This is an optimization exercise on Yosys and OpenROAD, whose aim is small area and a short achievable clock period, not a production implementation. Function was checked by simulation only, so behaviour that the tests miss may differ from the original.

### design/flow/design.v
module tile_fma (
    input  wire        clk,
    input  wire        rst,
    input  wire        in_valid,
    input  wire [31:0] in_a,
    input  wire [31:0] in_b,
    input  wire [31:0] in_c,
    output reg         out_valid,
    output reg  [31:0] out_r
);
    localparam [31:0] QNAN = 32'h7FC0_0000;
    reg        s0_valid;
    reg [31:0] s0_a, s0_b, s0_c;
    always @(posedge clk) begin
        if (rst) begin
            s0_valid <= 1'b0;
        end else begin
            s0_valid <= in_valid;
        end
        s0_a <= in_a;
        s0_b <= in_b;
        s0_c <= in_c;
    end
    wire       sa = s0_a[31];
    wire       sb = s0_b[31];
    wire       sc = s0_c[31];
    wire [7:0] ea = s0_a[30:23];
    wire [7:0] eb = s0_b[30:23];
    wire [7:0] ec = s0_c[30:23];
    wire a_zero = (ea == 8'd0);
    wire b_zero = (eb == 8'd0);
    wire c_zero = (ec == 8'd0);
    wire a_inf  = (ea == 8'hFF) && (s0_a[22:0] == 23'd0);
    wire b_inf  = (eb == 8'hFF) && (s0_b[22:0] == 23'd0);
    wire c_inf  = (ec == 8'hFF) && (s0_c[22:0] == 23'd0);
    wire a_nan  = (ea == 8'hFF) && (s0_a[22:0] != 23'd0);
    wire b_nan  = (eb == 8'hFF) && (s0_b[22:0] != 23'd0);
    wire c_nan  = (ec == 8'hFF) && (s0_c[22:0] != 23'd0);
    wire [23:0] ma = {1'b1, s0_a[22:0]};
    wire [23:0] mb = {1'b1, s0_b[22:0]};
    wire [23:0] mc = c_zero ? 24'd0 : {1'b1, s0_c[22:0]};
    wire sp = sa ^ sb;                  
    wire p_zero = a_zero || b_zero;
    wire p_inf  = a_inf || b_inf;
    wire eff_sub = sp ^ sc;
    wire        [47:0] prod = ma * mb;
    wire signed [11:0] ep   = $signed({4'd0, ea}) + $signed({4'd0, eb}) - 12'sd127;
    wire signed [11:0] sh_raw = ep - $signed({4'd0, ec}) + 12'sd29;
    wire               use_prod_scale = c_zero || !sh_raw[11];
    wire        [6:0]  sh = c_zero      ? 7'd0 :
                            sh_raw[11]  ? 7'd0 :
                            (sh_raw > 12'sd77) ? 7'd77 : sh_raw[6:0];
    wire signed [11:0] es = use_prod_scale ? (ep - 12'sd173)
                                           : ($signed({4'd0, ec}) - 12'sd202);
    wire [151:0] c_wide    = {mc, 128'd0} >> sh;      
    wire [75:0]  c_aligned = c_wide[151:76];
    wire         c_sticky  = |c_wide[75:0];
    wire [76:0] opc = {c_aligned, c_sticky};
    wire [76:0] opp = {28'd0, prod, 1'b0};
    wire [77:0] sum   = eff_sub ? ({1'b0, opc} - {1'b0, opp})
                                : ({1'b0, opc} + {1'b0, opp});
    wire        neg   = eff_sub && sum[77];
    wire [76:0] mag   = neg ? (~sum[76:0] + 77'd1) : sum[76:0];
    wire        rsign = neg ? sp : sc;
    wire        mag_zero = (mag == 77'd0);
    reg [6:0] lz;
    integer i;
    always @(*) begin
        lz = 7'd0;
        for (i = 0; i <= 76; i = i + 1)
            if (mag[i]) lz = 7'd76 - i[6:0];
    end
    wire [76:0] norm = mag << lz;
    wire signed [11:0] e_norm = es + 12'sd202 - $signed({5'd0, lz});
    wire [23:0] m_trunc = norm[76:53];
    wire        guard   = norm[52];
    wire        sticky  = |norm[51:0];
    wire        round_up = guard && (sticky || m_trunc[0]);
    wire [24:0] m_round = {1'b0, m_trunc} + {24'd0, round_up};
    wire        m_carry = m_round[24];
    wire [22:0] frac_out = m_carry ? m_round[23:1] : m_round[22:0];
    wire signed [11:0] e_out = e_norm + (m_carry ? 12'sd1 : 12'sd0);
    reg [31:0] result;
    always @(*) begin
        if (a_nan || b_nan || c_nan ||
            (a_inf && b_zero) || (b_inf && a_zero) ||
            (p_inf && c_inf && eff_sub)) begin
            result = QNAN;
        end else if (p_inf) begin
            result = {sp, 8'hFF, 23'd0};
        end else if (c_inf) begin
            result = {sc, 8'hFF, 23'd0};
        end else if (p_zero) begin
            if (c_zero)
                result = {sp & sc, 31'd0};
            else
                result = s0_c;
        end else if (mag_zero) begin
            result = 32'd0;                           
        end else if (e_out >= 12'sd255) begin
            result = {rsign, 8'hFF, 23'd0};           
        end else if (e_out <= 12'sd0) begin
            result = {rsign, 31'd0};                  
        end else begin
            result = {rsign, e_out[7:0], frac_out};
        end
    end
    always @(posedge clk) begin
        if (rst) begin
            out_valid <= 1'b0;
        end else begin
            out_valid <= s0_valid;
        end
        out_r <= result;
    end
endmodule
### design/flow/run.sh
#!/bin/bash
# synth_recipe.tcl (not shown) runs the flow's synth.tcl, then flattens the netlist and writes it again
# the make line also repeats each setting of config.mk as NAME=value (left out here)
make -C /OpenROAD-flow-scripts/flow DESIGN_CONFIG=/design/flow/config.mk WORK_HOME=/design/flow/orfs CLKGATE_MAP_FILE= SYNTH_SCRIPT=/design/flow/synth_recipe.tcl finish
### design/flow/config.mk
export PLATFORM = sky130hd
export DESIGN_NAME = tile_fma
export DESIGN_NICKNAME = tile_fma
export VERILOG_FILES = /design/flow/design.v
export SDC_FILE = /design/flow/constraint.sdc
export NUM_CORES = 4
export LEC_CHECK = 0
export CAP_MARGIN = 20
export CORE_MARGIN = 2
export CORE_UTILIZATION = 40
export SLEW_MARGIN = 20
### design/flow/constraint.sdc
create_clock -name core_clock -period 21.0 [get_ports {clk}]
set_input_delay 4.2000 -clock core_clock [delete_from_list [all_inputs] [get_ports {clk}]]
set_output_delay 4.2000 -clock core_clock [all_outputs]
set_load 0.01 [all_outputs]
==> flow_metrics.tcl <==
set metrics [dict create \
    worst-path-max-fanout 15 \
    slew_headroom 0.216 \
    finalCriticalPeriod_ns 19.97 \
    seqCellArea_mm2 0.00261 \
    skew_ns 0.0292 \
    drcViolationCount 0 \
    synth_compound_area_frac 0.222 \
    worst_pin_slew_ns 1.17 \
    clk_pin_slew_ns 0.09 \
    slew_viol_final 0 \
    n_fill_cell 11274 \
    synth_common_cells "inv_1, nand2_1, nor2_1" \
    core_area_mm2 0.112 \
    yosys.area.top_type_share 0.214 \
    muxShareOfSynthArea 0.0308 \
    synthSimpleGateAreaFrac 0.244 \
    synth_xor_area_frac 0.0552 \
    insertion_delay_ns 0.51 \
    drt.antenna.violating_nets 0 \
    cts_buffers 17 \
    crit_type "register to register" \
    gp_congestion 1.02 \
    clock_path_buffers 2 \
    crit_required_ns 21.41 \
    ys_types 131 \
    drt-initial-drc-count 4945 \
    fp.dieH_um 341 \
    num_vias 48803 \
    r2r_slack_ns 1.03 \
    nets 7603 \
    cts_max_level 4 \
    yosys-top-cells-area "fa_1, ha_1, inv_1" \
    die_w_um 341 \
    timing.final.crit_share 0.951 \
    drive_above_1_share 0.169 \
    status "complete, no violations" \
    first_global_vias 47371 \
    max_stage_delay_ns 0.80 \
    areaGrowthSynthToFinish_pct 20.5 \
    cp-end-kind "register" \
    die_area_mm2 0.116 \
    drv_cap 0 \
    grt.total_usage 0.333 \
    drt_first_pass_iters 6 \
    synth_edf_count 0 \
    num_rows 123 \
    portBuffers 131 \
    antenna_found_initial 7 \
    via_per_inst 5.93 \
    dpl_cell_area_mm2 0.0535 \
    synth_fa_ha_area_frac 0.299 \
    synthFlopType "dfxtp_1" \
    setup_viol 0 \
    cts_tree "built" \
    cp-start-kind "register" \
    gr-total-overflow 0 \
    synth_top_area_cell "fa_1" \
    hpwlAfterDp_um 166000 \
    root_buffer "clkbuf_16" \
    synth_top_family_by_area "adder cells" \
    worstPathArrival_ns 20.38 \
    synth-seq-cells 130 \
    yosysSeqAreaShare 0.0574 \
    fmax_mhz 50.1 \
    hold_class "register to register" \
    ys_async_sr_fraction 0 \
    grt_pass1_wl_um 297000 \
    synth_most_common_cell "inv_1" \
    final-hold-violation-count 0 \
    syn_inst 6054 \
    diodes 0 \
    cp_slowest_cell "dfxtp_1" \
    grt_max_degree 42 \
    syn_nets 6945 \
    pin_count 132 \
    start_util 0.403 \
    post-route-cell-area_mm2 0.0547 \
    synth.avg_cell_area_um2 7.49 \
    synth_warnings 1 \
    synth_area_mm2 0.0454 \
    multi_input_area_mm2 0.0392 \
    clock_sinks 130 \
    drt-total-wl_um 198000 \
    avgRoutedWirePerCell_um 24.1 \
]
[area by class of cell]
class | count | share of cell area
Sequential cell | 130 | 0.0477
Inverter | 703 | 0.0485
Clock inverter | 14 | 0.00217
Multi-Input combinational cell | 4900 | 0.716
Clock buffer | 18 | 0.00785
Tap cell | 1500 | 0.0343
Timing Repair Buffer | 960 | 0.143
[cell usage in the layout (no fill, tap or decap), drive strengths merged, types with 27 or more instances in the layout]
| cell type | instances |
|---|---|
| o22ai | 56 |
| nand2 | 655 |
| nor4 | 64 |
| mux2i | 80 |
| clkdlybuf4s50 | 131 |
| or3 | 40 |
| a21o | 90 |
| o31ai | 46 |
| dfxtp | 130 |
| xor2 | 94 |
| o21a | 43 |
| fa | 486 |
| nand3 | 200 |
| nor2 | 506 |
| inv | 708 |
| a211oi | 67 |
| o211ai | 117 |
| and2 | 279 |
| nand4 | 53 |
| nor2b | 51 |
| a31oi | 62 |
| ha | 306 |
| mux2 | 35 |
| a21oi | 323 |
| nor3 | 131 |
| xnor2 | 192 |
| a221oi | 27 |
| buf | 829 |
| nand2b | 48 |
| and3 | 57 |
| o21ai | 307 |
[critical path, delay by kind of cell (launching register included)]
kind	cells	cell delay, ns
AND/OR/NAND/NOR	30	6.77
AO/OA/AOI/OAI	28	5.09
adder cells (fa/ha/maj)	12	5.05
buffers and inverters	15	1.97
flip-flops	1	0.80
XOR/XNOR	1	0.15
multiplexers	1	0.08
[routing by layer]
metal,up-vias,GRT usage,wire length [µm]
met5,-,0,47
met1,23649,0.457,84500
met2,2361,0.508,85900
met3,477,0.0600,17200
li1,22310,-,-
met4,6,0.155,10600
[timing repair]
| item | CTS | global route |
|---|---|---|
| setup endpoints to repair | 19 | 31 |
| resized for setup | 2 | 133 |
| hold buffers | 0 | 0 |
| setup buffers | 0 | 14 |
| gates cloned | 0 | 1 |
| pin swaps | 0 | 45 |
[final timing paths]
check / start / endpoint / depth (start not counted)
max reg2reg: s0_b[11] / out_r[2] / 87
min: s0_valid / out_valid / 1
min reg2reg: s0_valid / out_valid / 1
max: s0_b[11] / out_r[2] / 87
[registers in the layout (all words and copies together), names as in the netlist]
name	flops
out_r	32
s0_a	32
s0_b	32
s0_c	32
out_valid	1
s0_valid	1
[through the flow]
step / utilization / setup slack [ns] / cells / hold slack [ns] / setup TNS, ns
2_1_floorplan: - / 0.389 / 6054 / 0.414 / 0
3_3_place_gp: 0.475 / 0.0539 / 8178 / 0.440 / 0
3_5_place_dp: 0.475 / 0.0340 / 8178 / 0.448 / 0
4_1_cts: 0.480 / 0.0598 / 8210 / 0.458 / 0
5_1_grt: 0.486 / -0.0255 / 8225 / 0.473 / -0.0267
6_report: 0.486 / 1.03 / 8225 / 0.451 / 0
[logic make-up after synthesis]
group	after synthesis
simple gates	2223
flops	130
xor+xnor	286
buf+inv	1025
fa+ha+maj	792
compound gates	1474
mux	124

## afterwards: timing with drivers on the ports
In the flow no input, the clock included, has a driving cell. The finished layout below was timed again as built, in two steps. Step 1: set_driving_cell puts a clkbuf_16 on clk and a buf_2 on each other input, an assumption about the parent block. Step 2 times the ports against the registers' clock, not the clock port: input delays grow and output delays shrink by t, the midpoint of the rising clock arrivals with the driver on. Three values: no drivers, after step 1, after step 2; two values: the first two.
shift t [ns]: 0.567
setup slack, ns: 1.028 / 1.028 / 1.028
slew at the worst register clock pin (ns): 0.09 / 0.09
After both steps setup and hold are still met in this run. The setup slack of this run moves by 0.000 ns with the drivers and by 0.000 ns with both steps.
